What follows belongs to an exercise in optimizing a design on an open flow for small area; a production flow would make more cautious choices. The RTL was checked by simulation tests, not by an equivalence proof against the original design. Power and IR drop assume default switching activity.

==> flow/design.v <==
module pgn_group (
    input  wire        clk,
    input  wire        rst,
    input  wire        fp_bnd,        
    input  wire        rel_in,        
    input  wire        flt_in,        
    input  wire        trip_in,       
    input  wire        hiz_mode,      
    input  wire        cut_scope,     
    input  wire [2:0]  edge_sel,      
    input  wire [7:0]  trip_esc,      
    input  wire        fault_clear,
    input  wire [5:0]  req_we,
    input  wire [5:0]  req_lvl,
    input  wire [15:0] t_on,
    input  wire [15:0] t_off,
    input  wire [35:0] lguard,        
    output wire [5:0]  sw_on,
    output wire [5:0]  sw_rel,
    output wire [5:0]  pend,
    output wire        latched,
    output wire [7:0]  cut_run,
    output wire        cut_now,
    output wire [2:0]  leg_conflict
);
    localparam [15:0] CNT_MAX  = 16'hFFFF;
    localparam [15:0] MIN_LEVEL = 16'd20;    
    reg        released_q;
    reg        latch_q;
    reg  [7:0] cut_run_q;
    reg        cut_seen_q;
    wire cut_act = trip_in & ~hiz_mode & ~rel_in & ~latch_q;
    wire [7:0] cut_run_inc = (cut_run_q == 8'hFF) ? 8'hFF : cut_run_q + 8'd1;
    wire [7:0] cut_run_bnd = cut_seen_q ? cut_run_inc : 8'd0;
    wire       escalate    = fp_bnd & cut_seen_q & (trip_esc != 8'd0) &
                             (cut_run_inc >= trip_esc);
    wire clear_ok  = fault_clear & ~flt_in & ~trip_in;
    wire set_latch = ~rel_in & (flt_in | (trip_in & hiz_mode) | escalate);
    wire latch_d   = set_latch | (latch_q & ~clear_ok);
    wire rel_now    = rel_in | latch_d;
    wire released_d = rel_now | (released_q & ~fp_bnd);
    wire driving    = ~released_d;
    wire [7:0] cut_run_d = clear_ok ? 8'd0 :
                           fp_bnd   ? cut_run_bnd : cut_run_q;
    wire cut_seen_d = (cut_seen_q & ~fp_bnd) | cut_act;
    always @(posedge clk) begin
        if (rst) begin
            released_q <= 1'b1;
            latch_q    <= 1'b0;
            cut_run_q  <= 8'd0;
            cut_seen_q <= 1'b0;
        end else begin
            released_q <= released_d;
            latch_q    <= latch_d;
            cut_run_q  <= cut_run_d;
            cut_seen_q <= cut_seen_d;
        end
    end
    assign latched = latch_q;
    assign cut_run = cut_run_q;
    assign cut_now = cut_seen_q;
    reg  [5:0]  app_on_q;     
    reg  [5:0]  app_rel_q;    
    reg  [5:0]  req_q;        
    reg  [5:0]  block_q;      
    reg  [15:0] cnt_q [0:5];  
    reg  [2:0]  first_q;      
    reg  [2:0]  conflict_q;
    wire [5:0] cur_on  = app_on_q;
    wire [5:0] req_cur = req_q;
    wire [5:0] new_h = req_we & req_lvl & ~req_cur;
    wire [2:0] conflict;
    wire [5:0] req_upd;
    wire [5:0] req_d;
    wire [2:0] first_d;
    genvar l;
    generate
        for (l = 0; l < 3; l = l + 1) begin : g_leg
            assign conflict[l] = driving & new_h[2*l] & new_h[2*l+1] &
                                 ~cur_on[2*l] & ~cur_on[2*l+1];
            assign req_upd[2*l]   = req_we[2*l]   ? req_lvl[2*l]   : req_cur[2*l];
            assign req_upd[2*l+1] = req_we[2*l+1] ? req_lvl[2*l+1] : req_cur[2*l+1];
            assign req_d[2*l]     = conflict[l] ? 1'b0 : req_upd[2*l];
            assign req_d[2*l+1]   = conflict[l] ? 1'b0 : req_upd[2*l+1];
            assign first_d[l] =
                (new_h[2*l] & new_h[2*l+1]) ? cur_on[2*l+1] :
                new_h[2*l]                  ? req_cur[2*l+1] :
                new_h[2*l+1]                ? ~req_cur[2*l] :
                                              first_q[l];
        end
    endgenerate
    wire [5:0] app_on_d;
    wire [5:0] app_rel_d;
    wire [5:0] block_d;
    wire [5:0] edge_d;
    genvar c;
    generate
        for (c = 0; c < 6; c = c + 1) begin : g_ch
            localparam integer P = c ^ 1;
            localparam integer L = c / 2;
            localparam [0:0]   PB = (c % 2 == 0) ? 1'b1 : 1'b0;
            wire [15:0] cnt   = cnt_q[c];
            wire [15:0] cnt_p = cnt_q[P];
            wire [11:0] lg    = lguard[12*L +: 12];
            wire in_scope  = ~cut_scope | (edge_sel == c);
            wire cut_here  = cut_act & in_scope;
            wire block_eff = (block_q[c] & ~fp_bnd) | cut_here;
            wire partner_on    = cur_on[P];
            wire partner_first = req_d[P] & ~cur_on[P] & (first_d[L] == PB);
            wire guard_ok      = (cnt_p >= {4'd0, lg});
            wire on_ok  = (cnt >= MIN_LEVEL) & (cnt >= t_off) & ~block_eff &
                          ~partner_on & ~partner_first & guard_ok;
            wire off_ok = (cnt >= MIN_LEVEL) & (cnt >= t_on);
            reg on_next;
            always @(*) begin
                on_next = cur_on[c];
                if (cut_here && cur_on[c])
                    on_next = 1'b0;                
                else if (req_d[c] && !cur_on[c] && on_ok)
                    on_next = 1'b1;
                else if (!req_d[c] && cur_on[c] && off_ok)
                    on_next = 1'b0;
            end
            assign app_on_d[c]  = driving & on_next;
            assign app_rel_d[c] = ~driving;
            assign block_d[c]   = driving & block_eff;
            assign edge_d[c]    = (app_on_d[c] != app_on_q[c]) |
                                  (app_rel_d[c] & ~app_rel_q[c]);
            always @(posedge clk) begin
                if (rst)
                    cnt_q[c] <= CNT_MAX;
                else if (edge_d[c])
                    cnt_q[c] <= 16'd1;
                else if (cnt_q[c] != CNT_MAX)
                    cnt_q[c] <= cnt_q[c] + 16'd1;
            end
        end
    endgenerate
    always @(posedge clk) begin
        if (rst) begin
            app_on_q   <= 6'b0;
            app_rel_q  <= 6'b111111;
            req_q      <= 6'b0;
            block_q    <= 6'b0;
            first_q    <= 3'b0;
            conflict_q <= 3'b0;
        end else begin
            app_on_q   <= app_on_d;
            app_rel_q  <= app_rel_d;
            req_q      <= driving ? req_d : 6'b0;
            block_q    <= block_d;
            first_q    <= driving ? first_d : 3'b0;
            conflict_q <= conflict;
        end
    end
    assign sw_on        = app_on_q;
    assign sw_rel       = app_rel_q;
    assign pend         = req_q ^ app_on_q;
    assign leg_conflict = conflict_q;
endmodule
module pgn_sw_stage (
    input  wire         clk,
    input  wire         rst,
    input  wire         fp_bnd,
    input  wire         fault_clear,
    input  wire [7:0]   rel_in,
    input  wire [7:0]   flt_in,
    input  wire [7:0]   trip_in,
    input  wire [7:0]   hiz_mode,
    input  wire [7:0]   cut_scope,
    input  wire [23:0]  edge_sel,
    input  wire [63:0]  trip_esc,
    input  wire [47:0]  req_we,
    input  wire [47:0]  req_lvl,
    input  wire [127:0] t_on,
    input  wire [127:0] t_off,
    input  wire [287:0] lguard,
    output wire [47:0]  sw_on,
    output wire [47:0]  sw_rel,
    output wire [47:0]  pend,
    output wire [7:0]   latched,
    output wire [63:0]  cut_run,
    output wire [7:0]   cut_now,
    output wire [23:0]  leg_conflict
);
    genvar g;
    generate
        for (g = 0; g < 8; g = g + 1) begin : g_grp
            pgn_group u_grp (
                .clk          (clk),
                .rst          (rst),
                .fp_bnd       (fp_bnd),
                .rel_in       (rel_in[g]),
                .flt_in       (flt_in[g]),
                .trip_in      (trip_in[g]),
                .hiz_mode     (hiz_mode[g]),
                .cut_scope    (cut_scope[g]),
                .edge_sel     (edge_sel[3*g +: 3]),
                .trip_esc     (trip_esc[8*g +: 8]),
                .fault_clear  (fault_clear),
                .req_we       (req_we[6*g +: 6]),
                .req_lvl      (req_lvl[6*g +: 6]),
                .t_on         (t_on[16*g +: 16]),
                .t_off        (t_off[16*g +: 16]),
                .lguard       (lguard[36*g +: 36]),
                .sw_on        (sw_on[6*g +: 6]),
                .sw_rel       (sw_rel[6*g +: 6]),
                .pend         (pend[6*g +: 6]),
                .latched      (latched[g]),
                .cut_run      (cut_run[8*g +: 8]),
                .cut_now      (cut_now[g]),
                .leg_conflict (leg_conflict[3*g +: 3])
            );
        end
    endgenerate
endmodule
==> flow/run.sh <==
#!/bin/bash
# synth_recipe.tcl (not shown) runs the flow's synth.tcl, then flattens the netlist and writes it again
# the make line also repeats each setting of config.mk as NAME=value (left out here)
make -C /OpenROAD-flow-scripts/flow DESIGN_CONFIG=/design/flow/config.mk WORK_HOME=/design/flow/orfs CLKGATE_MAP_FILE= SYNTH_SCRIPT=/design/flow/synth_recipe.tcl finish
==> flow/config.mk <==
export PLATFORM = sky130hd
export DESIGN_NAME = pgn_sw_stage
export DESIGN_NICKNAME = pgn_sw_stage
export VERILOG_FILES = /design/flow/design.v
export SDC_FILE = /design/flow/constraint.sdc
export NUM_CORES = 4
export LEC_CHECK = 0
export CAP_MARGIN = 20
export CORE_MARGIN = 2
export CORE_UTILIZATION = 40
export SLEW_MARGIN = 20
==> flow/constraint.sdc <==
create_clock -name core_clock -period 6.0 [get_ports {clk}]
set_input_delay 1.2000 -clock core_clock [delete_from_list [all_inputs] [get_ports {clk}]]
set_output_delay 1.2000 -clock core_clock [all_outputs]
set_load 0.01 [all_outputs]
==> results of run 1 <==
[layout by cell type (no fill, tap or decap), types with 147 or more instances in the layout]
cell	netlist	layout
clkbuf_16	0	147
ha_1	2280	2280
nand2b_1	182	182
a21oi_1	835	834
nor2_1	721	721
xor2_1	394	394
nand3_1	604	604
inv_1	812	811
nor3_1	238	238
dfxtp_1	1048	1048
and3_1	185	185
nor4_1	170	170
nand4_1	336	336
xnor2_1	264	264
clkdlybuf4s50_1	0	1016
a211oi_1	180	180
a21o_1	329	329
nand2_1	745	745
o21ai_0	1116	1116
[routing by layer]
metal,track usage,part of all wire,wire length [µm],vias to the layer above
met1,0.389,0.43,173000,46700
met2,0.450,0.43,171000,3886
li1,-,-,-,48500
met3,0.0501,0.079,31400,787
met5,0,0.00031,122,-
met4,0.158,0.056,22300,18
[power breakdown]
| group | leakage, nW | internal (mW) | total, mW | switching [mW] |
|---|---|---|---|---|
| Sequential | 8.64 | 8.97 | 13.9 | 4.93 |
| Clock | 2.43 | 5.49 | 9.18 | 3.69 |
| Combinational | 41.5 | 10.0 | 21.4 | 11.4 |
[path summary, 6_finish.rpt]
path | startpoint | to | slack [ns] | cells after the start
worst min-delay path | g_grp[5].u_grp.block_q[5]$_SDFF_PP0_ | g_grp[5].u_grp.block_q[5]$_SDFF_PP0_ | 0.49 | 2
worst min register to register | g_grp[5].u_grp.block_q[5]$_SDFF_PP0_ | g_grp[5].u_grp.block_q[5]$_SDFF_PP0_ | 0.49 | 2
worst max-delay path | g_grp[3].u_grp.cut_run_q[0]$_SDFFE_PP0P_ | g_grp[3].u_grp.app_on_q[4]$_SDFF_PP0_ | 1.33 | 12
worst max register to register | g_grp[3].u_grp.cut_run_q[0]$_SDFFE_PP0P_ | g_grp[3].u_grp.app_on_q[4]$_SDFF_PP0_ | 1.33 | 12
[worst max-delay path: stages (launching register included)]
cell and delay (ns):
dfxtp_1 0.44, ha_1 0.31, and3_1 0.22, nand3_1 0.22, and2_1 0.27, ha_1 0.26, nand2b_1 0.13, a2111oi_0 0.42
nor3_1 0.13, o31a_1 0.40, nor2_1 0.65, nand2_1 0.68, a221oi_1 0.41
[sequential cells by signal (all words and copies together), names as in the netlist, 7 cells and up]
register / cells
g_grp.u_grp.block_q: 48
g_grp.u_grp.app_on_q: 48
g_grp.u_grp.released_q: 7
g_grp.u_grp.cnt_q: 768
g_grp.u_grp.conflict_q: 24
g_grp.u_grp.cut_seen_q: 8
g_grp.u_grp.req_q: 48
g_grp.u_grp.cut_run_q: 64
g_grp.u_grp.first_q: 24
g_grp.u_grp.latch_q: 8
[kinds of logic (layout without fill, tap and decap cells)]
logic type	Yosys count	count (layout)
muxes	85	85
adders and majority gates	2280	2280
other	0	45
and+or+nand+nor	3854	3854
buffers and inverters	1222	2168
DFF	1048	1048
xor gates and xnor gates	658	658
AOI/OAI and AO/OA	3419	3419
[through the flow]
step / cell area (µm²) / utilization
floorplan: 103000 / -
global placement: 116000 / 0.452
detailed placement: 116000 / 0.452
CTS: 121000 / 0.471
global route: 121000 / 0.472
finish: 121000 / 0.472
[cell type report]
| type | count | area [µm²] |
|---|---|---|
| diodes | 45 | 113 |
| clock buffers | 202 | 4120 |
| clock inverters | 60 | 836 |
| fillers | 25300 | 135000 |
| inverters | 813 | 3060 |
| multi-input cells | 10300 | 76700 |
| flip-flops and latches | 1048 | 21000 |
| well taps | 3384 | 4230 |
| repair buffers | 1093 | 10800 |
==> run_results.csv, run 1 <==
group,metric,value,unit
synthesis,synthTopCellsByArea,"ha_1, dfxtp_1, o21ai_0, a21oi_1, xor2_1",
grt,grt_max_degree,193,
cts,clock-sinks,1048,
sta,slew_viol_final,0,
setup_path,crit_required,6.70,ns
die,fp.dieW,511,µm
setup_path,arrival,5.37,ns
synthesis,synth_area,103000,µm²
grt,grt_pass1_vias,92400,
sta,slew_headroom,0.273,
synthesis,synth_top_family_by_area,"adder cells",
setup_path,crit_fanout,21,
sta,rsz0062_at_grt,"no",
placement,dp_hpwl,305,mm
sta,period_minus_slack,4.67,ns
synthesis,yosysWarnings,2,
cts,cts_buffers,142,
synthesis,yosysMostFrequentCell,"ha_1",
cts,clockBufferDepth,3,
layout,drive_above_1_share,0.0314,
placement,pre_cts_ws,0.839,ns
min_path,timing.hold.worst.class,"flip-flop to flip-flop",
die,ios,1020,
sta,skew,0.0455,ns
pwr,total_power,44.5,mW
run,maxCapViolCount,0,
sta,worst_pin_slew,1.09,ns
grt,antenna_found_initial,68,
die,die_area,261000,µm²
sta,finalCritPeriodShare,0.778,
synthesis,syn_nets,15600,
placement,placement.io_buffers,1019,
synthesis,synth_compound_area_frac,0.208,
cts,cts_tree,"built",
sta,fmax,214,MHz
die,core-area,256000,µm²
route,post_drt_wl_per_cell,23.5,µm
synthesis,synth_top_cell_by_area,"ha_1",
sta,fin_tns_setup,0,ns
cts,clk_pin_slew,0.06,ns
synthesis,ys_ff_latch,1048,
cts,cts_htree_levels,4,
grt,grt_pass1_wl,592,mm
synthesis,yosys-top-cells-count,"ha_1, o21ai_0, dfxtp_1",
route,ant_nets,0,
cts,post_cts_resized,0,
cts,clkLatencyLatePin,0.82,ns
sta,timing.final.ws_setup,1.33,ns
synthesis,synth-async-reset-ratio,0,
synthesis,ys.flop_type,"dfxtp_1",
route,drtIter0Drc,9035,
synthesis,syn_inst,12600,
synthesis,synth-seq-area-share,0.204,
sta,hold_violations,0,
placement,place.gp.congestion,0.955,
cts,cts_hold_buf,0,
synthesis,synthAdderAreaFrac,0.278,
route,vias_per_cell,5.90,
pwr,ir_worst_vdd,0.000287,V
die,fp-row-count,186,
sta,holdWs,0.486,ns
run_status,run_status,"timing/DRC/antenna clean",
sta,setup_viol,0,
synthesis,synthXorXnorAreaFrac,0.0561,
die,start_util,0.401,
layout,fin_cells,16900,
layout,area_delta_synth_final,17.6,%
route,finalWirelength,398,mm
synthesis,yosysTopAreaCellShare,0.278,
pwr,cellPowerDensity,368,nW/µm²
synthesis,synth.mux.area_fraction,0.00834,
route,drc_errors,0,
setup_path,start_kind,"flip-flop",
cts,cts-root-buf,"clkbuf_16",
synthesis,synth_area_per_cell,8.18,µm²
die,fp.dieH,511,µm
synthesis,ys_types,106,
pwr,p_leak,52.5,nW
cts,cts_setup_buffers,0,
placement,dp_cells,16600,
route,drt-pass1-iter-count,8,
layout,nets,16400,
route,route.vias.total,99900,
synthesis,synth_edf_count,0,
grt,grt.overflow.total,0,
grt,grtUsageTotal,0.293,
setup_path,end_kind,"flip-flop",
synthesis,yosys.area_share.simple,0.197,
setup_path,path_class,"flip-flop to flip-flop",
==> inputs of run 2 (changes only) <==
--- a/flow/design.v
+++ b/flow/design.v
@@ -25,4 +25,32 @@
 );
-    localparam [15:0] CNT_MAX  = 16'hFFFF;
-    localparam [15:0] MIN_LEVEL = 16'd20;    
+    function automatic ge16(input [15:0] a, input [15:0] b);
+        integer i;
+        reg r;
+        begin
+            r = 1'b1;
+            for (i = 0; i < 16; i = i + 1)
+                r = (a[i] & ~b[i]) | ((a[i] | ~b[i]) & r);
+            ge16 = r;
+        end
+    endfunction
+    function automatic ge12(input [11:0] a, input [11:0] b);
+        integer i;
+        reg r;
+        begin
+            r = 1'b1;
+            for (i = 0; i < 12; i = i + 1)
+                r = (a[i] & ~b[i]) | ((a[i] | ~b[i]) & r);
+            ge12 = r;
+        end
+    endfunction
+    function automatic ge8(input [7:0] a, input [7:0] b);
+        integer i;
+        reg r;
+        begin
+            r = 1'b1;
+            for (i = 0; i < 8; i = i + 1)
+                r = (a[i] & ~b[i]) | ((a[i] | ~b[i]) & r);
+            ge8 = r;
+        end
+    endfunction
     reg        released_q;
@@ -32,6 +60,15 @@
     wire cut_act = trip_in & ~hiz_mode & ~rel_in & ~latch_q;
-    wire [7:0] cut_run_inc = (cut_run_q == 8'hFF) ? 8'hFF : cut_run_q + 8'd1;
+    wire [8:0] cr_c;
+    wire [7:0] cut_run_inc;
+    assign cr_c[0] = 1'b1;
+    genvar k;
+    generate
+        for (k = 0; k < 8; k = k + 1) begin : g_cr
+            assign cut_run_inc[k] = (cut_run_q[k] ^ cr_c[k]) | cr_c[8];
+            assign cr_c[k+1]      = cr_c[k] & cut_run_q[k];
+        end
+    endgenerate
     wire [7:0] cut_run_bnd = cut_seen_q ? cut_run_inc : 8'd0;
-    wire       escalate    = fp_bnd & cut_seen_q & (trip_esc != 8'd0) &
-                             (cut_run_inc >= trip_esc);
+    wire       escalate    = fp_bnd & cut_seen_q & (|trip_esc) &
+                             ge8(cut_run_inc, trip_esc);
     wire clear_ok  = fault_clear & ~flt_in & ~trip_in;
@@ -61,4 +98,4 @@
     assign cut_now = cut_seen_q;
+    wire rel_edge = released_d & ~released_q;
     reg  [5:0]  app_on_q;     
-    reg  [5:0]  app_rel_q;    
     reg  [5:0]  req_q;        
@@ -92,5 +129,15 @@
     wire [5:0] app_on_d;
-    wire [5:0] app_rel_d;
     wire [5:0] block_d;
     wire [5:0] edge_d;
+    reg  [5:0] sat_q;         
+    wire [5:0] guard_ge;      
+    wire [5:0] t_ge;          
+    genvar m;
+    generate
+        for (m = 0; m < 3; m = m + 1) begin : g_thr
+            wire [15:0] thr = (cur_on[2*m] | cur_on[2*m+1]) ? t_on : t_off;
+            assign t_ge[2*m]   = sat_q[2*m]   | ge16(cnt_q[2*m],   thr);
+            assign t_ge[2*m+1] = sat_q[2*m+1] | ge16(cnt_q[2*m+1], thr);
+        end
+    endgenerate
     genvar c;
@@ -101,5 +148,5 @@
             localparam [0:0]   PB = (c % 2 == 0) ? 1'b1 : 1'b0;
-            wire [15:0] cnt   = cnt_q[c];
-            wire [15:0] cnt_p = cnt_q[P];
-            wire [11:0] lg    = lguard[12*L +: 12];
+            wire [15:0] cnt = cnt_q[c];
+            assign guard_ge[c] = sat_q[c] | (|cnt[15:12]) |
+                                 ge12(cnt[11:0], lguard[12*L +: 12]);
             wire in_scope  = ~cut_scope | (edge_sel == c);
@@ -109,6 +156,7 @@
             wire partner_first = req_d[P] & ~cur_on[P] & (first_d[L] == PB);
-            wire guard_ok      = (cnt_p >= {4'd0, lg});
-            wire on_ok  = (cnt >= MIN_LEVEL) & (cnt >= t_off) & ~block_eff &
+            wire guard_ok      = guard_ge[P];
+            wire min_ok = sat_q[c] | (|cnt[15:5]) | (cnt[4] & (cnt[3] | cnt[2]));
+            wire on_ok  = min_ok & t_ge[c] & ~block_eff &
                           ~partner_on & ~partner_first & guard_ok;
-            wire off_ok = (cnt >= MIN_LEVEL) & (cnt >= t_on);
+            wire off_ok = min_ok & t_ge[c];
             reg on_next;
@@ -117,3 +165,3 @@
                 if (cut_here && cur_on[c])
-                    on_next = 1'b0;                
+                    on_next = 1'b0;
                 else if (req_d[c] && !cur_on[c] && on_ok)
@@ -124,13 +172,19 @@
             assign app_on_d[c]  = driving & on_next;
-            assign app_rel_d[c] = ~driving;
             assign block_d[c]   = driving & block_eff;
-            assign edge_d[c]    = (app_on_d[c] != app_on_q[c]) |
-                                  (app_rel_d[c] & ~app_rel_q[c]);
+            assign edge_d[c]    = (app_on_d[c] != app_on_q[c]) | rel_edge;
+            wire [16:0] cc;
+            wire [15:0] cnt_d;
+            assign cc[0] = 1'b1;
+            genvar b;
+            for (b = 0; b < 16; b = b + 1) begin : g_b
+                assign cc[b+1] = cc[b] & cnt[b];
+                if (b == 0) begin : g_b0
+                    assign cnt_d[b] = edge_d[c] | ~cnt[b];
+                end else begin : g_bn
+                    assign cnt_d[b] = ~edge_d[c] & (cnt[b] ^ cc[b]);
+                end
+            end
             always @(posedge clk) begin
-                if (rst)
-                    cnt_q[c] <= CNT_MAX;
-                else if (edge_d[c])
-                    cnt_q[c] <= 16'd1;
-                else if (cnt_q[c] != CNT_MAX)
-                    cnt_q[c] <= cnt_q[c] + 16'd1;
+                cnt_q[c] <= cnt_d;
+                sat_q[c] <= rst | (~edge_d[c] & (sat_q[c] | cc[16]));
             end
@@ -141,3 +195,2 @@
             app_on_q   <= 6'b0;
-            app_rel_q  <= 6'b111111;
             req_q      <= 6'b0;
@@ -148,3 +201,2 @@
             app_on_q   <= app_on_d;
-            app_rel_q  <= app_rel_d;
             req_q      <= driving ? req_d : 6'b0;
@@ -156,3 +208,3 @@
     assign sw_on        = app_on_q;
-    assign sw_rel       = app_rel_q;
+    assign sw_rel       = {6{released_q}};
     assign pend         = req_q ^ app_on_q;
--- a/flow/config.mk
+++ b/flow/config.mk
@@ -9,3 +9,5 @@
 export CORE_MARGIN = 2
-export CORE_UTILIZATION = 40
+export CORE_UTILIZATION = 60
+export CTS_BUF_LIST = sky130_fd_sc_hd__clkbuf_2 sky130_fd_sc_hd__clkbuf_4
+export CTS_CLUSTER_SIZE = 30
 export SLEW_MARGIN = 20
==> run 2 against run 1 <==
Effect of this change:
- critical endpoint is now g_grp[6].u_grp.cnt_q[3][15]$_DFF_P_
- sequential cell count increased by 48
- largest cell class unchanged
- area after synthesis fell by 26%
- global-route usage increased by 13 points
- sequential share of layout area is 6.7 points higher
- critical path depth increased by 4
- non-clock buffer count shrank 20
- via count decreased by 21%
- synthesized cell count decreased by 27%
- cell count shrank 28%
- register-to-register slack worse by 0.61 ns
==> run_results.csv, run 2 <==
group,metric,value,unit
synthesis,syn_inst,9192,
layout,final_common_cell,"dfxtp_1",
synthesis,synth_area,76600,µm²
route,drtIter0Drc,8683,
route,ant_nets,0,
pwr,ir_worst_vdd,0.000300,V
die,die_area,130000,µm²
die,fp.dieW,361,µm
die,ios,1020,
sta,fmax,189,MHz
setup_path,crit_fanout,17,
layout,largestRegisters,"g_grp.u_grp.cnt_q x768, g_grp.u_grp.cut_run_q x64",
route,finalWirelength,289,mm
cts,cts_tree,"built",
layout,most-common-layout-cells,"dfxtp_1, clkdlybuf4s50_1, ha_1",
grt,grtUsageTotal,0.422,
min_path,timing.hold.worst.class,"flip-flop to flip-flop",
die,fp.dieH,361,µm
pwr,cellPowerDensity,254,nW/µm²
cts,cts-root-buf,"clkbuf_4",
cts,clk_pin_slew,0.07,ns
setup_path,path_class,"flip-flop to flip-flop",
setup_path,critPathBufInv,1,
die,start_util,0.603,
route,drt-pass1-iter-count,10,
sta,period_minus_slack,5.28,ns
synthesis,synth-async-reset-ratio,0,
layout,nets,11800,
setup_path,cpLargestDelayFamily,"compound AO/OA/AOI/OAI gates",
placement,placement.io_buffers,1019,
die,core-area,127000,µm²
synthesis,yosysWarnings,2,
sta,hold_violations,0,
grt,antenna_found_initial,67,
synthesis,yosys-top-cells-count,"dfxtp_1, ha_1, nor2_1",
sta,worst_pin_slew,1.17,ns
synthesis,synth_edf_count,0,
layout,top_register,"g_grp.u_grp.cnt_q",
synthesis,synth_top_cell_by_area,"dfxtp_1",
setup_path,arrival,6.49,ns
grt,grt_pass1_vias,75500,
setup_path,crit_chain,"ha_1, ha_1, ha_1, ha_1, ha_1, ha_1, inv_1, o21ai_0, a21oi_1, nand2_1, o21ba_2, or2_2, o211ai_1, or3_1, a221oi_2, and2_1",
synthesis,ys.flop_type,"dfxtp_1",
sta,skew,0.0859,ns
setup_path,slowest_delay,0.92,ns
layout,fin_cells,12100,
layout,largest_reg_flops,768,
synthesis,yosysMostFrequentCell,"dfxtp_1",
cts,cts_htree_levels,5,
grt,grt_max_degree,54,
grt,grt.overflow.total,0,
pwr,total_power,23.2,mW
cts,cts_setup_buffers,0,
sta,slew_headroom,0.218,
synthesis,synth_area_per_cell,8.33,µm²
cts,post_cts_resized,0,
synthesis,ys_types,104,
grt,grt_pass1_wl,432,mm
cts,clockBufferDepth,4,
cts,cts_hold_buf,0,
setup_path,crit_required,7.21,ns
setup_path,end_kind,"flip-flop",
synthesis,ys_ff_latch,1096,
sta,finalCritPeriodShare,0.880,
cts,clkLatencyLatePin,1.33,ns
run_status,run_status,"timing/DRC/antenna clean",
route,route.vias.total,79100,
setup_path,start_kind,"flip-flop",
cts,clock-sinks,1096,
sta,rsz0062_at_grt,"no",
synthesis,syn_nets,10700,
run,maxCapViolCount,0,
synthesis,synth-seq-area-share,0.287,
route,vias_per_cell,6.52,
placement,dp_hpwl,229,mm
layout,area_delta_synth_final,19.0,%
placement,dp_cells,11600,
setup_path,crit_path_top_delay_cell,"a21oi_1",
synthesis,yosysTopAreaCellShare,0.287,
sta,setup_viol,0,
cts,cts_buffers,319,
placement,place.gp.congestion,1.05,
sta,fin_tns_setup,0,ns
route,post_drt_wl_per_cell,23.8,µm
setup_path,cpMostUsedCell,"ha_1",
synthesis,synthTopCellsByArea,"dfxtp_1, ha_1, and2_1, mux2i_1, maj3_1",
sta,slew_viol_final,0,
route,drc_errors,0,
layout,finish.utilization,0.717,
die,fp-row-count,131,
pwr,p_leak,41.6,nW
layout,drive_above_1_share,0.0722,
[run 2: cell families after synthesis]
group           after synthesis  synth area share
compound gates             2599             0.234
xor+xnor                     48           0.00549
fa+ha+maj                  1041             0.161
buf+inv                     928            0.0523
flops                      1096             0.287
mux                         311            0.0409
simple gates               3169             0.220
[run 2: where the power goes]
group / leakage (nW) / switching [mW] / internal, mW
clock network: 2.18 / 3.36 / 3.35
logic: 30.5 / 3.36 / 3.27
registers: 8.93 / 1.53 / 8.30
total: 41.6 / 8.25 / 14.9
[run 2: area by class of cell]
class                           instances  area, µm²
Inverter                              561       2110
Timing Repair Buffer                 1073      10600
Multi-Input combinational cell       7168      50600
Clock buffer                          432       3240
Clock inverter                         87        368
Tap cell                             1662       2080
Sequential cell                      1096      21900
Fill cell                           10100      35900
Antenna cell                           49        123
[run 2: final timing paths]
path,from,to,slack [ns],depth (start not counted)
setup reg to reg,g_grp[6].u_grp.cut_run_q[0]$_SDFFE_PP0P_,g_grp[6].u_grp.cnt_q[3][15]$_DFF_P_,0.72,16
setup / recovery,g_grp[6].u_grp.cut_run_q[0]$_SDFFE_PP0P_,g_grp[6].u_grp.cnt_q[3][15]$_DFF_P_,0.72,16
hold reg to reg,g_grp[1].u_grp.cnt_q[3][0]$_DFF_P_,g_grp[1].u_grp.cnt_q[3][0]$_DFF_P_,0.42,1
hold / removal,g_grp[1].u_grp.cnt_q[3][0]$_DFF_P_,g_grp[1].u_grp.cnt_q[3][0]$_DFF_P_,0.42,1
[run 2: per-stage QoR]
stage / instance area (µm²) / setup slack (ns) / hold slack, ns
final: 91100 / 0.720 / 0.420
after global routing: 91100 / 0.649 / 0.437
after floorplan: 76600 / 1.84 / 0.380
after detailed placement: 87400 / 0.882 / 0.405
after CTS: 91000 / 0.935 / 0.385
after global placement: 87400 / 1.01 / 0.396
[run 2: layer usage]
metal	track usage	up-vias	wire [µm]
met1	0.488	37100	106000
met5	0.00666	-	385
li1	-	36400	-
met2	0.665	4546	127000
met3	0.132	1015	34100
met4	0.289	44	20500
[run 2: worst register-to-register path, stage by stage (launching register included)]
cell and delay, ns:
dfxtp_1 0.36, ha_1 0.22, ha_1 0.19, ha_1 0.18, ha_1 0.18, ha_1 0.18
ha_1 0.22, inv_1 0.10, o21ai_0 0.08, a21oi_1 0.92, nand2_1 0.24, o21ba_2 0.34
or2_2 0.29, o211ai_1 0.17, or3_1 0.38, a221oi_2 0.88, and2_1 0.25
==> inputs of run 3 (changes only) <==
--- a/flow/config.mk
+++ b/flow/config.mk
@@ -9,5 +9,3 @@
 export CORE_MARGIN = 2
-export CORE_UTILIZATION = 60
-export CTS_BUF_LIST = sky130_fd_sc_hd__clkbuf_2 sky130_fd_sc_hd__clkbuf_4
-export CTS_CLUSTER_SIZE = 30
+export CORE_UTILIZATION = 40
 export SLEW_MARGIN = 20
==> run 3 against run 2 <==
Effect of this change:
- still clean
- worst setup slack worse by 0.034 ns
- area after synthesis stayed put
- synthesized cell count stayed put
- clock skew is 0.055 ns lower
- total power is 7.5% higher
- via count is 4.1% lower
- sequential cell count stayed put
- critical path type unchanged
- largest cell class unchanged
==> run_results.csv, run 3 <==
group,metric,value,unit
run_status,run_status,"timing/DRC/antenna clean",
sta,holdWs,0.413,ns
cts,cts_htree_levels,4,
route,drc_errors,0,
synthesis,yosysMostFrequentCell,"dfxtp_1",
synthesis,synth_area,76600,µm²
die,start_util,0.403,
sta,finalCritPeriodShare,0.886,
synthesis,ys.flop_type,"dfxtp_1",
cts,clock-sinks,1096,
route,finalWirelength,311,mm
layout,largestRegisters,"g_grp.u_grp.cnt_q x768, g_grp.u_grp.cut_run_q x64",
synthesis,synth-seq-area-share,0.287,
route,post_drt_wl_per_cell,24.4,µm
sta,skew,0.0313,ns
placement,pre_cts_ws,0.443,ns
setup_path,end_kind,"flip-flop",
die,die_area,195000,µm²
die,fp.dieW,441,µm
sta,fmax,188,MHz
setup_path,path_class,"flip-flop to flip-flop",
cts,clockBufferDepth,3,
grt,grt_max_degree,53,
setup_path,crit_start,"g_grp[2].u_grp.cut_run_q[0]$_SDFFE_PP0P_",
synthesis,synthTopCellsByArea,"dfxtp_1, ha_1, and2_1, mux2i_1, maj3_1",
cts,cts-root-buf,"clkbuf_16",
sta,timing.final.ws_setup,0.686,ns
layout,most-common-layout-cells,"dfxtp_1, clkdlybuf4s50_1, ha_1",
sta,period_minus_slack,5.31,ns
layout,finish.utilization,0.491,
layout,final_cell_area,93400,µm²
cts,post_cts_resized,0,
layout,nets,11600,
setup_path,crit_fanout,19,
synthesis,synth-async-reset-ratio,0,
route,drtIter0Drc,6267,
grt,grtUsageTotal,0.305,
min_path,timing.hold.worst.class,"flip-flop to flip-flop",
cts,clk_pin_slew,0.06,ns
sta,hold_violations,0,
layout,largest_reg_flops,768,
synthesis,synth_area_per_cell,8.33,µm²
pwr,p_leak,41.8,nW
die,fp.dieH,441,µm
synthesis,syn_nets,10700,
layout,final_common_cell,"dfxtp_1",
synthesis,yosysTopAreaCellShare,0.287,
pwr,cellPowerDensity,267,nW/µm²
sta,slew_viol_final,0,
cts,clkLatencyLatePin,0.79,ns
cts,cts_setup_buffers,0,
layout,area_delta_synth_final,22.0,%
setup_path,reg2reg_from,"g_grp[2].u_grp.cut_run_q[0]$_SDFFE_PP0P_",
synthesis,synth_top_cell_by_area,"dfxtp_1",
die,core-area,190000,µm²
sta,setup_viol,0,
min_path,hp-start,"g_grp[4].u_grp.cnt_q[5][0]$_DFF_P_",
die,fp-row-count,160,
placement,placement.io_buffers,1019,
cts,cts_tree,"built",
route,ant_nets,0,
placement,placed_area,88600,µm²
setup_path,crit_required,6.72,ns
route,vias_per_cell,5.95,
run,maxCapViolCount,0,
sta,slew_headroom,0.290,
sta,rsz0062_at_grt,"no",
synthesis,ys_types,104,
placement,place.gp.congestion,1.00,
grt,antenna_found_initial,102,
grt,grt.overflow.total,0,
cts,cts_buffers,136,
synthesis,yosys-top-cells-count,"dfxtp_1, ha_1, nor2_1",
grt,grt_pass1_vias,71800,
route,drt-pass1-iter-count,7,
setup_path,arrival,6.04,ns
route,route.vias.total,75900,
layout,top_register,"g_grp.u_grp.cnt_q",
placement,dp_hpwl,252,mm
sta,fin_tns_setup,0,ns
synthesis,synth_edf_count,0,
layout,drive_above_1_share,0.0543,
synthesis,ys_ff_latch,1096,
synthesis,syn_inst,9192,
setup_path,start_kind,"flip-flop",
grt,grt_pass1_wl,454,mm
die,ios,1020,
cts,cts_hold_buf,0,
sta,worst_pin_slew,1.06,ns
synthesis,yosysWarnings,2,
pwr,ir_worst_vdd,0.000244,V
-- run 3: cell counts after synthesis --
Identical to the previous run, type by type.
-- run 3: area by class of cell --
cell class / instances / area, µm²
Clock buffer: 188 / 3970
Antenna cell: 73 / 183
Fill cell: 18400 / 96800
Clock inverter: 58 / 592
Timing Repair Buffer: 1099 / 10800
Inverter: 561 / 2110
Tap cell: 2511 / 3140
Sequential cell: 1096 / 21900
Multi-Input combinational cell: 7168 / 50600
-- run 3: power breakdown --
| group | switching (mW) | leakage (nW) | internal [mW] | total (mW) |
|---|---|---|---|---|
| Clock | 3.50 | 2.24 | 4.99 | 8.49 |
| Combinational | 3.31 | 30.6 | 3.26 | 6.57 |
| Sequential | 1.55 | 8.93 | 8.30 | 9.85 |
| Total | 8.36 | 41.8 | 16.6 | 24.9 |
-- run 3: path summary, 6_finish.rpt --
check | to | cells past startpoint | slack, ns
hold / removal | g_grp[4].u_grp.cnt_q[5][0]$_DFF_P_ | 1 | 0.41
setup reg to reg | g_grp[2].u_grp.cnt_q[5][2]$_DFF_P_ | 16 | 0.69
setup / recovery | g_grp[2].u_grp.cnt_q[5][2]$_DFF_P_ | 16 | 0.69
hold reg to reg | g_grp[4].u_grp.cnt_q[5][0]$_DFF_P_ | 1 | 0.41
-- run 3: metal layers --
metal / up-vias / share of wire / track usage
li1: 35900 / - / -
met1: 36400 / 0.41 / 0.378
met2: 2942 / 0.46 / 0.491
met3: 642 / 0.064 / 0.0450
met4: 22 / 0.066 / 0.202
met5: - / 0.00053 / 0
-- run 3: worst max-delay path, stage by stage (launching register included) --
cell	delay, ns
dfxtp_1	0.38
ha_1	0.23
ha_1	0.18
ha_1	0.19
ha_1	0.19
ha_1	0.20
ha_1	0.23
nand2_1	0.11
nand3_1	0.10
a2111oi_0	0.61
o21ai_0	0.20
a21o_1	0.22
nor3_1	0.83
or2_2	0.45
nand2b_1	0.12
a22oi_1	0.78
and2_1	0.24
-- run 3: kinds of logic after synthesis --
family	count (synthesis)	synth area share
compound gates	2599	0.234
xor+xnor	48	0.00549
fa+ha+maj	1041	0.161
buf+inv	928	0.0523
flops	1096	0.287
mux	311	0.0409
simple gates	3169	0.220
-- run 3: metrics by stage --
stage,total power [mW],cells
floorplan,13.8,9192
global placement,16.2,12400
detailed placement,16.4,12400
CTS,25.0,12700
global route,26.4,12700
finish,24.9,12800
==> inputs of run 4 (changes only) <==
--- a/flow/config.mk
+++ b/flow/config.mk
@@ -10,2 +10,3 @@
 export CORE_UTILIZATION = 40
+export CTS_BUF_LIST = sky130_fd_sc_hd__clkbuf_4 sky130_fd_sc_hd__clkbuf_8
 export SLEW_MARGIN = 20
==> run 4 against run 3 <==
Effect of this change:
- area after synthesis stayed put
- worst setup slack worse by 0.15 ns
- sequential power hardly changed
- critical path type unchanged
- critical endpoint is now g_grp[2].u_grp.cnt_q[5][8]$_DFF_P_
==> run_results.csv, run 4 <==
group,metric,value,unit
run_status,run_status,"timing/DRC/antenna clean",
sta,period_minus_slack,5.47,ns
setup_path,end_kind,"flip-flop",
synthesis,yosysWarnings,2,
route,drtIter0Drc,6267,
setup_path,crit_chain,"ha_1, ha_1, ha_1, ha_1, ha_1, ha_1, nand2_1, nand3_1, a2111oi_0, o21ai_0, a21o_1, nor3_1, or2_2, nand2b_1, a22oi_1, and2_1",
cts,cts_htree_levels,4,
route,finalWirelength,311,mm
cts,post_cts_resized,0,
synthesis,synthTopCellsByArea,"dfxtp_1, ha_1, and2_1, mux2i_1, maj3_1",
die,ios,1020,
layout,final_common_cell,"dfxtp_1",
synthesis,synth_area,76600,µm²
die,die_area,195000,µm²
synthesis,synth_edf_count,0,
pwr,ir_worst_vdd,0.000233,V
synthesis,synth-seq-area-share,0.287,
cts,clock-sinks,1096,
sta,fmax,183,MHz
pwr,cellPowerDensity,266,nW/µm²
pwr,p_leak,42.1,nW
sta,finalCritPeriodShare,0.911,
setup_path,crit_fanout,19,
grt,antenna_found_initial,103,
setup_path,arrival,6.38,ns
synthesis,yosysMostFrequentCell,"dfxtp_1",
die,fp.dieH,441,µm
layout,area_delta_synth_final,22.3,%
setup_path,cpLargestDelayFamily,"simple AND/OR/NAND/NOR gates",
synthesis,ys_types,104,
layout,final_cell_area,93600,µm²
min_path,timing.hold.worst.class,"flip-flop to flip-flop",
cts,cts_buffers,204,
cts,cts-root-buf,"clkbuf_8",
placement,placement.io_buffers,1019,
placement,place.gp.congestion,1.00,
cts,cts_hold_buf,0,
synthesis,synthXorXnorAreaFrac,0.00549,
synthesis,synth_compound_area_frac,0.234,
route,vias_per_cell,5.92,
layout,largest_reg_flops,768,
run,maxCapViolCount,0,
setup_path,path_class,"flip-flop to flip-flop",
die,fp.dieW,441,µm
synthesis,ys_ff_latch,1096,
sta,rsz0062_at_grt,"no",
sta,slew_viol_final,0,
route,post_drt_wl_per_cell,24.2,µm
die,fp-row-count,160,
synthesis,synthAdderAreaFrac,0.161,
cts,cts_tree,"built",
grt,grt.overflow.total,0,
layout,largestRegisters,"g_grp.u_grp.cnt_q x768, g_grp.u_grp.cut_run_q x64",
placement,dp_hpwl,252,mm
synthesis,synth.mux.area_fraction,0.0409,
synthesis,yosysTopAreaCellShare,0.287,
setup_path,crit_path_top_delay_cell,"nor3_1",
sta,fin_tns_setup,0,ns
setup_path,slowest_delay,0.95,ns
layout,nets,11700,
route,drt-pass1-iter-count,9,
sta,skew,0.0610,ns
sta,holdWs,0.417,ns
sta,worst_pin_slew,1.20,ns
route,ant_nets,0,
grt,grt_pass1_wl,455,mm
sta,hold_violations,0,
setup_path,crit_required,6.91,ns
die,start_util,0.403,
synthesis,synth-async-reset-ratio,0,
grt,grt_pass1_vias,72300,
grt,grt_max_degree,53,
die,core-area,190000,µm²
synthesis,synth_top_family_by_area,"compound AO/OA/AOI/OAI gates",
cts,clkLatencyLatePin,1.00,ns
placement,placed_area,88600,µm²
grt,grtUsageTotal,0.305,
route,drc_errors,0,
synthesis,synth_top_cell_by_area,"dfxtp_1",
synthesis,synth_area_per_cell,8.33,µm²
layout,top_register,"g_grp.u_grp.cnt_q",
cts,clk_pin_slew,0.06,ns
route,route.vias.total,76300,
layout,most-common-layout-cells,"dfxtp_1, clkdlybuf4s50_1, ha_1",
cts,cts_setup_buffers,0,
synthesis,yosys-top-cells-count,"dfxtp_1, ha_1, nor2_1",
cts,clockBufferDepth,3,
setup_path,start_kind,"flip-flop",
synthesis,syn_inst,9192,
setup_path,critPathBufInv,0,
setup_path,cpMostUsedCell,"ha_1",
sta,setup_viol,0,
synthesis,yosys.area_share.simple,0.220,
sta,slew_headroom,0.194,
layout,drive_above_1_share,0.0683,
synthesis,ys.flop_type,"dfxtp_1",
synthesis,syn_nets,10700,
==> run 4: cell counts after synthesis <==
No cell type changed its count.
==> run 4: per-layer routing <==
layer | track usage | vias to the layer above | wire length (µm)
li1 | - | 36100 | -
met1 | 0.375 | 36400 | 127000
met2 | 0.493 | 3045 | 142000
met3 | 0.0494 | 697 | 20800
met4 | 0.200 | 26 | 21000
met5 | 0 | - | 167
==> run 4: layout make-up <==
class | instances | area (µm²)
antenna | 74 | 185
tap | 2511 | 3140
timing repair buffer | 1099 | 10800
inverter | 561 | 2110
fill | 18400 | 96600
clock buffer | 316 | 4020
multi-input combinational | 7168 | 50600
sequential | 1096 | 21900
clock inverter | 60 | 759
==> run 4: logic make-up (layout without fill, tap and decap cells) <==
group,Yosys count,after routing
mux,311,311
other cells,0,74
fa+ha+maj,1041,1041
compound gates,2599,2599
flops,1096,1096
simple gates,3169,3169
xor+xnor,48,48
buf+inv,928,2036
==> run 4: power by group <==
| part | switching (mW) | leakage, nW | internal (mW) |
|---|---|---|---|
| registers | 1.55 | 8.93 | 8.31 |
| clock network | 3.51 | 2.52 | 4.96 |
| logic | 3.30 | 30.6 | 3.26 |
==> run 4: worst reg2reg max path: cells and delay by family (launching register included) <==
kind / cells / cell delay (ns)
DFF: 1 / 0.37
adders and majority gates: 6 / 1.22
AOI/OAI and AO/OA: 4 / 1.82
and+or+nand+nor: 6 / 2.00
==> run 4: path summary, 6_finish.rpt <==
check	cells past startpoint	from	slack, ns	end
setup / recovery	16	g_grp[2].u_grp.cut_run_q[0]$_SDFFE_PP0P_	0.53	g_grp[2].u_grp.cnt_q[5][8]$_DFF_P_
hold reg to reg	1	g_grp[4].u_grp.cnt_q[5][0]$_DFF_P_	0.42	g_grp[4].u_grp.cnt_q[5][0]$_DFF_P_
hold / removal	1	g_grp[4].u_grp.cnt_q[5][0]$_DFF_P_	0.42	g_grp[4].u_grp.cnt_q[5][0]$_DFF_P_
setup reg to reg	16	g_grp[2].u_grp.cut_run_q[0]$_SDFFE_PP0P_	0.53	g_grp[2].u_grp.cnt_q[5][8]$_DFF_P_
==> run 4: through the flow <==
step                      setup WS [ns]  total power [mW]   util  std cells
final                             0.534              24.9  0.492      12900
after detailed placement          0.443              16.4  0.466      12400
after floorplan                    1.84              13.8      -       9192
after global routing              0.299              26.4  0.492      12900
after global placement            0.390              16.2  0.466      12400
after CTS                         0.634              25.0  0.491      12800

separate check: timing with driven ports:
No port has a modelled driver above. Below, the same layouts with a new extraction and two added sets of constraints. Step 1 sets driving cells, clkbuf_16 on the clock port and buf_2 on the other inputs (assumed; they add their load-dependent delay and slew). Step 2 times the ports against the registers' clock, not the clock port: input delays grow and output delays shrink by t, the midpoint of the rising clock arrivals with the driver on. Slacks: ideal / step 1 / step 2; pairs: ideal / step 1.
| run | shift t [ns] | setup WS [ns] | worst data-port slew with drivers (ns) |
|---|---|---|---|
| run 1 | 0.901 | 1.334 / 1.334 / 0.697 | 0.36 |
| run 2 | 1.355 | 0.720 / 0.720 / 0.610 | 0.23 |
| run 3 | 0.867 | 0.686 / 0.686 / 0.455 | 0.24 |
| run 4 | 1.051 | 0.534 / 0.534 / 0.287 | 0.24 |
After both steps setup and hold are still met in every run listed. For run 1, which loses most, drivers alone change the setup slack by 0.000 ns; drivers and shift together by -0.637 ns.
